Context: an optimization exercise on an open-source flow, tuned for small area, a short achievable clock period and few clock cycles. The choices shown serve that exercise and are no tape-out recipe. Only simulation tests tie the RTL to the original design; equivalence was not proved. Power figures rest on the tool's default switching activity, not on a simulated workload.

## cvu_core
module cvu_core (
    input  wire         clk,
    input  wire         rst,
    input  wire         go,
    input  wire [1:0]   go_alg,
    input  wire         go_init,
    input  wire         go_final,
    input  wire [30:0]  go_len,
    input  wire         ctx_we,
    input  wire [3:0]   ctx_sel,
    input  wire [31:0]  ctx_wdata,
    input  wire         done_clr,
    input  wire         in_valid,
    output wire         in_ready,
    input  wire [31:0]  in_data,
    output wire         busy,
    output reg          done,
    output reg          finalised,
    output reg  [3:0]   cfg_err,
    output wire [255:0] state,
    output wire [63:0]  count
);
    localparam ALG_SHA256 = 2'd3;
    reg         busy_r;
    reg         start;       
    reg  [1:0]  alg;
    reg         ini;
    reg         fin;
    reg  [28:0] wrem;        
    reg  [1:0]  tailb;       
    reg         dl;          
    reg         rdy;         
    reg  [31:0] ib;          
    reg  [1:0]  ibnb;        
    reg         ibv;
    reg  [6:0]  c;           
    reg         tailm;       
    reg         zrot;        
    reg         ivs;         
    reg  [1:0]  rk;          
  ...
Size in the first run: about 7300 cells after synthesis, roughly 1200 flip-flops, about 440 I/O pins, roughly 0.075 mm2 of cells after synthesis.
export LEC_CHECK = 0
export CAP_MARGIN = 20
export CORE_MARGIN = 2
export CORE_UTILIZATION = 55
export CTS_CLUSTER_DIAMETER = 60
export CTS_CLUSTER_SIZE = 20
export PLACE_DENSITY = 0.7
export SLEW_MARGIN = 20
export SYNTH_HIERARCHICAL = 1
create_clock -name core_clock -period 11.0 [get_ports {clk}]
standard.sh (not shown) runs the stock make flow with config.mk's settings and CLKGATE_MAP_FILE= SYNTH_SCRIPT=/design/flow/synth_recipe.tcl, a recipe that flattens the netlist after the stock synthesis.
==> flow/flow/run.sh <==
#!/bin/bash
# The standard layout (standard.sh) with two changes to how it is made:
# ORFS's timing repair aims for 7 ns of setup slack on the design's clock
# (repair_timing -setup_margin 7) and works on the worst 1% of endpoints, and
# the port buffers are buf_2 cells. ORFS writes each step's log under
# orfs/logs; make's own output goes to standard_flow.log.
set -euo pipefail
bash standard.sh SETUP_SLACK_MARGIN=7 TNS_END_PERCENT=1 \
    "BUFFER_PORTS_ARGS=-buffer_cell sky130_fd_sc_hd__buf_2" finish > standard_flow.log 2>&1
The first run completed with no timing, DRC or antenna violations.
Testbench counts at the start, summed over its fixed seeds: cycles 37,894.
Next try:
--- a/flow/flow/run.sh
+++ b/flow/flow/run.sh
@@ -3,2 +3,2 @@
-# ORFS's timing repair aims for 7 ns of setup slack on the design's clock
-# (repair_timing -setup_margin 7) and works on the worst 1% of endpoints, and
+# ORFS's timing repair aims for 8 ns of setup slack on the design's clock
+# (repair_timing -setup_margin 8) and works on the worst endpoint at a time, and
@@ -8 +8 @@
-bash standard.sh SETUP_SLACK_MARGIN=7 TNS_END_PERCENT=1 \
+bash standard.sh SETUP_SLACK_MARGIN=8 TNS_END_PERCENT=0 \
The changed run passed the timing, DRC and antenna checks.
Clock power came out lower by about 2%.
Synthesized cell count does not change.
Final area came out lower by 1.5%.
Worst hold slack got worse by 0.0049 ns.
Sequential share of layout area came out higher by 0.59 points.
Clock skew barely changes.
Non-clock buffer count came out lower by 38.
Next try:
--- a/flow/flow/run.sh
+++ b/flow/flow/run.sh
@@ -4 +4 @@
-# (repair_timing -setup_margin 8) and works on the worst endpoint at a time, and
+# (repair_timing -setup_margin 8) and works on the worst 2% of endpoints, and
@@ -8 +8 @@
-bash standard.sh SETUP_SLACK_MARGIN=8 TNS_END_PERCENT=0 \
+bash standard.sh SETUP_SLACK_MARGIN=8 TNS_END_PERCENT=2 \
After rerunning: First-iteration DRC count increases by a few percent. Utilization increases by 4.9 points. Wire length increases by a few percent. Worst setup slack loses 0.019 ns. Non-clock buffer count increases by 330. Clock skew decreases by 0.0046 ns. Power increases by a few percent. Design area increases by a little under a tenth. Via count increases by a few percent. Sequential cell count is unchanged.
Next try:
==> flow/run.sh (new file) <==
#!/bin/bash
# synth_recipe.tcl (not shown) runs the flow's synth.tcl, then flattens the netlist and writes it again
# the make line also repeats each setting of config.mk as NAME=value (left out here)
make -C /OpenROAD-flow-scripts/flow DESIGN_CONFIG=/design/flow/config.mk WORK_HOME=/design/flow/orfs CLKGATE_MAP_FILE= SYNTH_SCRIPT=/design/flow/synth_recipe.tcl finish
SETUP_SLACK_MARGIN = 5   (was not set)
removed: flow/flow/run.sh
removed: flow/standard.sh
Result: Total power went down by 5.7%. Maximum frequency went down by 19%. Routed wire length went down by 7.1%. Setup slack gets worse by 1.1 ns. First-iteration DRC count went down by 10%.


cvu_core again, from the RTL that the note above started with.
clock: 11.0 ns
lec_check: 0
cap_margin: 20
core_margin: 2
core_utilization: 55
cts_cluster_diameter: 60
cts_cluster_size: 20
place_density: 0.7
slew_margin: 20
synth_hierarchical: 1
==> flow/flow/run.sh <==
#!/bin/bash
# The standard layout (standard.sh) with two changes to how it is made:
# ORFS's timing repair aims for 9 ns of setup slack on the design's clock
# (repair_timing -setup_margin 9) and works on the worst endpoint at a time, and
# the port buffers are buf_2 cells. ORFS writes each step's log under
# orfs/logs; make's own output goes to standard_flow.log.
set -euo pipefail
bash standard.sh SETUP_SLACK_MARGIN=9 TNS_END_PERCENT=0 \
    "BUFFER_PORTS_ARGS=-buffer_cell sky130_fd_sc_hd__buf_2" finish > standard_flow.log 2>&1
The starting point produced a clean layout.
Testbench counts at the start, summed over its fixed seeds: cycles 37,894.
Edit:
--- a/flow/flow/run.sh
+++ b/flow/flow/run.sh
@@ -3,2 +3,2 @@
-# ORFS's timing repair aims for 9 ns of setup slack on the design's clock
-# (repair_timing -setup_margin 9) and works on the worst endpoint at a time, and
+# ORFS's timing repair aims for 8 ns of setup slack on the design's clock
+# (repair_timing -setup_margin 8) and works on the worst 1% of endpoints, and
@@ -8 +8 @@
-bash standard.sh SETUP_SLACK_MARGIN=9 TNS_END_PERCENT=0 \
+bash standard.sh SETUP_SLACK_MARGIN=8 TNS_END_PERCENT=1 \
Synthesized cell count stays the same.
Clock-buffer cell count does not change.
Design area increases by a few percent.
Global-route usage increases by 1.1 points.
Power increases by a few percent.


Starting RTL as in the previous note.
Settings: LEC_CHECK=0, CAP_MARGIN=20, CORE_MARGIN=2, CORE_UTILIZATION=50, CTS_CLUSTER_DIAMETER=60, CTS_CLUSTER_SIZE=20, PLACE_DENSITY=0.65, SLEW_MARGIN=20, SYNTH_HIERARCHICAL=1; clock period 11.0 ns.
==> flow/flow/run.sh <==
#!/bin/bash
# The standard layout (standard.sh) with two changes to how it is made:
# ORFS's timing repair aims for 8 ns of setup slack on the design's clock
# (repair_timing -setup_margin 8) and works on the worst endpoint at a time, and
# the port buffers are buf_2 cells. ORFS writes each step's log under
# orfs/logs; make's own output goes to standard_flow.log.
set -euo pipefail
bash standard.sh SETUP_SLACK_MARGIN=8 TNS_END_PERCENT=0 \
    "BUFFER_PORTS_ARGS=-buffer_cell sky130_fd_sc_hd__buf_2" finish > standard_flow.log 2>&1
Testbench counts at the start, summed over its fixed seeds: cycles 37,894.
Next try:
==> flow/flow/run.sh (replaced) <==
#!/bin/bash
# The standard layout (standard.sh) with two changes to how it is made:
# ORFS's timing repair aims for 8 ns of setup slack on the design's clock
# (repair_timing -setup_margin 8) and works on the worst 5% of endpoints, and
# the port buffers are buf_2 cells. ORFS writes each step's log under
# orfs/logs; make's own output goes to standard_flow.log.
set -euo pipefail
bash standard.sh SETUP_SLACK_MARGIN=8 TNS_END_PERCENT=5 \
    "BUFFER_PORTS_ARGS=-buffer_cell sky130_fd_sc_hd__buf_2" finish > standard_flow.log 2>&1
CORE_UTILIZATION = 55   (was 50)
PLACE_DENSITY = 0.7   (was 0.65)
Outcome: Hold slack is worse by 0.024 ns. Wire length climbs by a little under a tenth. Area after synthesis is unchanged. Via count climbs by a little under a tenth. Cell count climbs by a few percent. Final area climbs by roughly a tenth. Total power climbs by a little under a tenth. Flip-flop and latch count stays the same. Critical path depth stays the same. Global-route usage climbs by 6.7 points.


Setup of rev 12:
Another version of the RTL of cvu_core (not shown whole).
Size in the first run: roughly 1200 flip-flops, roughly 440 I/O pins, ~72000 um^2 of cells after synthesis.
clock: 11.0 ns
lec_check: 0
cap_margin: 20
core_margin: 2
core_utilization: 35
place_density: 0.55
setup_slack_margin: 5
slew_margin: 20
run.sh (not shown) runs the stock make flow with config.mk's settings and CLKGATE_MAP_FILE= SYNTH_SCRIPT=/design/flow/synth_recipe.tcl, a recipe that flattens the netlist after the stock synthesis.
Stock flow here: none of the scripts above is used.
Rev 12 | status: complete | timing, DRC, antenna: pass
Testbench counts of rev 12, summed over its fixed seeds: cycles 37,797.
Changes in rev 13 relative to rev 12:
# rev 12
export LEC_CHECK = 0
export CAP_MARGIN = 20
export CORE_MARGIN = 2
export CORE_UTILIZATION = 35
export PLACE_DENSITY = 0.55
export SETUP_SLACK_MARGIN = 5
export SLEW_MARGIN = 20
create_clock -name core_clock -period 11.0 [get_ports {clk}]
# rev 13
export LEC_CHECK = 0
export CAP_MARGIN = 20
export CORE_MARGIN = 2
export CORE_UTILIZATION = 55
export PLACE_DENSITY = 0.7
export SLEW_MARGIN = 20
create_clock -name core_clock -period 11.0 [get_ports {clk}]
==> flow/flow/run.sh (new file) <==
#!/bin/bash
# The standard layout (standard.sh), with a tighter target for ORFS's
# timing repair: repair_timing aims for 8 ns of setup slack on the design's
# clock (its -setup_margin) and works on the worst 5% of endpoints.
set -euo pipefail
bash standard.sh SETUP_SLACK_MARGIN=8 TNS_END_PERCENT=5 finish > standard_flow.log 2>&1
==> flow/standard.sh (new file) <==
#!/bin/bash
# synth_recipe.tcl (not shown) runs the flow's synth.tcl, then flattens the netlist and writes it again
# the make line also repeats each setting of config.mk as NAME=value (left out here)
make -C /OpenROAD-flow-scripts/flow DESIGN_CONFIG=/design/flow/config.mk WORK_HOME=/design/flow/orfs CLKGATE_MAP_FILE= SYNTH_SCRIPT=/design/flow/synth_recipe.tcl "${@:-finish}"
removed: flow/run.sh
[summary]
Cell area after placement sits lower in rev 13 than in rev 12.
Taking rev 12 as the reference, in rev 13 core utilization of the finished layout climbed 26 points, clock network power share fell by 2.8 points, area of the mapped netlist now sits at about the same level, multi-input gate share of the layout cell area higher, buffers inserted during post-CTS setup optimization climbed 147.
Taking rev 12 as the reference, in rev 13 maximum VDD drop lower, relative contribution of combinational cells to total power shows an increase of 3.0 points.
Rev 12 fits on a die that is larger than the die of rev 13.


== quartz ==
Another version of the RTL of cvu_core (not shown whole).
Size: about 6600 cells after synthesis, roughly 1200 flip-flops, ~440 I/O pins.
export LEC_CHECK = 0
export CAP_MARGIN = 20
export CORE_MARGIN = 2
export CORE_UTILIZATION = 55
export CTS_CLUSTER_DIAMETER = 60
export CTS_CLUSTER_SIZE = 20
export GPL_TIMING_DRIVEN = 1
export PLACE_DENSITY = 0.7
export SLEW_MARGIN = 20
create_clock -name core_clock -period 11.0 [get_ports {clk}]
standard.sh (not shown) runs the stock make flow with config.mk's settings and CLKGATE_MAP_FILE= SYNTH_SCRIPT=/design/flow/synth_recipe.tcl, a recipe that flattens the netlist after the stock synthesis.
==> flow/flow/run.sh <==
#!/bin/bash
# The standard layout (standard.sh) with two changes to how it is made:
# ORFS's timing repair aims for 8 ns of setup slack on the design's clock
# (repair_timing -setup_margin 8) and works on the worst 5% of endpoints, and
# the port buffers are buf_2 cells. ORFS writes each step's log under
# orfs/logs; make's own output goes to standard_flow.log.
set -euo pipefail
bash standard.sh SETUP_SLACK_MARGIN=8 TNS_END_PERCENT=5 \
    "BUFFER_PORTS_ARGS=-buffer_cell sky130_fd_sc_hd__buf_2" finish > standard_flow.log 2>&1
quartz went all the way through synthesis, placement and routing and the layout is clean on timing, DRC and antenna.
Testbench counts of quartz, summed over its fixed seeds: cycles 37,894.
Here is what was changed in the inputs of onyx compared with quartz.
- a change of PLACE_DENSITY from 0.7 to 0.75
- a change of CORE_UTILIZATION from 55 to 62
- a deleted GPL_TIMING_DRIVEN that had been 1
==> flow/flow/run.sh <==
#!/bin/bash
# The standard layout (standard.sh) with two changes to how it is made:
# ORFS's timing repair aims for 8 ns of setup slack on the design's clock
# (repair_timing -setup_margin 8) and works on the worst 10% of endpoints, and
# the port buffers are buf_2 cells. ORFS writes each step's log under
# orfs/logs; make's own output goes to standard_flow.log.
set -euo pipefail
bash standard.sh SETUP_SLACK_MARGIN=8 TNS_END_PERCENT=10 \
    "BUFFER_PORTS_ARGS=-buffer_cell sky130_fd_sc_hd__buf_2" finish > standard_flow.log 2>&1
[summary]
- onyx did not finish; the tool stopped in 5_1_grt with error GRT-0232.
- Per the comparison of onyx with quartz, buffers inserted during post-CTS setup optimization up 84; post-detailed-placement half-perimeter wirelength flat.
- Between quartz and onyx, the synthesized area figures differ only marginally.
- onyx against quartz: simple logic cell fraction of the synthesized area ~0 delta; number of enable-type register cells in the synthesized netlist about even; die span in y down 21 um; maximum level of the CTS H-tree stayed essentially flat; total clock buffers created by CTS shrank by 6.


== oak ==
Starting RTL as in the previous note.
clock: 11.0 ns
lec_check: 0
cap_margin: 20
core_margin: 2
core_utilization: 55
cts_cluster_diameter: 60
cts_cluster_size: 20
place_density: 0.7
setup_slack_margin: 5
slew_margin: 20
run.sh (not shown) runs the stock make flow with config.mk's settings and CLKGATE_MAP_FILE= SYNTH_SCRIPT=/design/flow/synth_recipe.tcl, a recipe that flattens the netlist after the stock synthesis.
Stock flow here: none of the scripts above is used.
oak: PASS, flow complete, no timing, DRC or antenna violations
Testbench counts of oak, summed over its fixed seeds: cycles 37,894.
The inputs of pine differ from those of oak as listed below.
Settings: a deleted SETUP_SLACK_MARGIN that had been 5.
==> flow/flow/run.sh (new file) <==
#!/bin/bash
# The standard layout (standard.sh) with two changes to how it is made:
# ORFS's timing repair aims for 8 ns of setup slack on the design's clock
# (repair_timing -setup_margin 8) and works on the worst 5% of endpoints, and
# the port buffers are buf_2 cells. ORFS writes each step's log under
# orfs/logs; make's own output goes to standard_flow.log.
set -euo pipefail
bash standard.sh SETUP_SLACK_MARGIN=8 TNS_END_PERCENT=5 \
    "BUFFER_PORTS_ARGS=-buffer_cell sky130_fd_sc_hd__buf_2" finish > standard_flow.log 2>&1
==> flow/standard.sh (new file) <==
#!/bin/bash
# synth_recipe.tcl (not shown) runs the flow's synth.tcl, then flattens the netlist and writes it again
# the make line also repeats each setting of config.mk as NAME=value (left out here)
make -C /OpenROAD-flow-scripts/flow DESIGN_CONFIG=/design/flow/config.mk WORK_HOME=/design/flow/orfs CLKGATE_MAP_FILE= SYNTH_SCRIPT=/design/flow/synth_recipe.tcl "${@:-finish}"
removed: flow/run.sh
==> comparison <==
Met1 track demand over resource in global routing delta for pine relative to oak: 1.7 points higher. In the flow results for oak and pine, the clock skew is larger on oak. Worst-case vdd ir drop improves in pine relative to oak. Looking at highest fanout seen on the critical path, pine sits 6 lower than oak does. Wire length of the first global-routing pass went up slightly going from oak to pine. pine vs oak — mean routed wirelength per cell dropped slightly. Between pine and oak, it is pine whose critical path depth is lower, by 1. Looking only at count of non-CTS inverters in the layout, and setting everything else aside, the lower value of oak and pine goes to oak. Going from oak to pine, the non-clock buffer count was found to have gone up by 417.
diff inputs: pine => birch
==> flow/flow/run.sh <==
#!/bin/bash
# The standard layout (standard.sh) with two changes to how it is made:
# ORFS's timing repair aims for 8 ns of setup slack on the design's clock
# (repair_timing -setup_margin 8) and works on the worst 2% of endpoints, and
# the port buffers are buf_2 cells. ORFS writes each step's log under
# orfs/logs; make's own output goes to standard_flow.log.
set -euo pipefail
bash standard.sh SETUP_SLACK_MARGIN=8 TNS_END_PERCENT=2 \
    "BUFFER_PORTS_ARGS=-buffer_cell sky130_fd_sc_hd__buf_2" finish > standard_flow.log 2>&1
==> comparison <==
No stage failed in pine, and the final checks on the layout all came back clean. birch went all the way through the flow, and no timing, DRC or antenna check failed. From pine to birch, layout clock buffer count did not move at all. [birch vs pine] net switching fraction of the power: lower in birch. birch — cell area 3700 um2 lower, pine as reference. Routed wire in birch totals less than in pine.

## separate check: timing with driven ports
In the flow no input, the clock included, has a driving cell. The finished layouts below were timed again as built, in two steps.
Step 1, drivers: a clkbuf_16 drives clk and a buf_2 each remaining input, both assumed.
Step 2 moves the port delays by t, midway between the first and last clock arrival at a register: inputs arrive t later, outputs are due t later. That takes back most of the time a late clock gives input paths.
Three values: ideal, step 1, step 2; two values: the first two.
| run | t (ns) | slack for setup (ns) | worst setup path at the end | slew at the worst register clock pin (ns) |
|---|---|---|---|---|
| the first run of note 1 | 0.859 | 6.182 / 6.182 / 5.650 | input to register | 0.09 / 0.09 |
| the second run of note 1 | 0.847 | 6.395 / 6.395 / 5.707 | input to register | 0.09 / 0.09 |
| the third run of note 1 | 0.845 | 6.376 / 6.376 / 5.885 | input to register | 0.09 / 0.09 |
| the fourth run of note 1 | 0.849 | 5.317 / 5.317 / 4.960 | input to register | 0.09 / 0.09 |
| the first run of note 2 | 0.847 | 6.395 / 6.395 / 5.707 | input to register | 0.09 / 0.09 |
| the second run of note 2 | 0.847 | 6.373 / 6.373 / 5.818 | input to register | 0.09 / 0.09 |
| the first run of note 3 | 0.839 | 6.308 / 6.308 / 5.739 | input to register | 0.09 / 0.09 |
| the second run of note 3 | 0.853 | 6.303 / 6.303 / 6.303 | register to register | 0.09 / 0.09 |
| rev 12 | 0.916 | 5.151 / 5.151 / 5.037 | input to register | 0.06 / 0.06 |
| rev 13 | 0.859 | 5.619 / 5.619 / 5.464 | input to register | 0.08 / 0.08 |
| quartz | 0.836 | 5.724 / 5.724 / 5.724 | register to register | 0.10 / 0.10 |
| oak | 0.831 | 5.053 / 5.053 / 4.923 | input to register | 0.09 / 0.09 |
| pine | 0.836 | 5.724 / 5.724 / 5.724 | register to register | 0.10 / 0.10 |
| birch | 0.844 | 5.751 / 5.751 / 5.731 | input to register | 0.09 / 0.09 |
After both steps setup and hold are still met in every run listed.
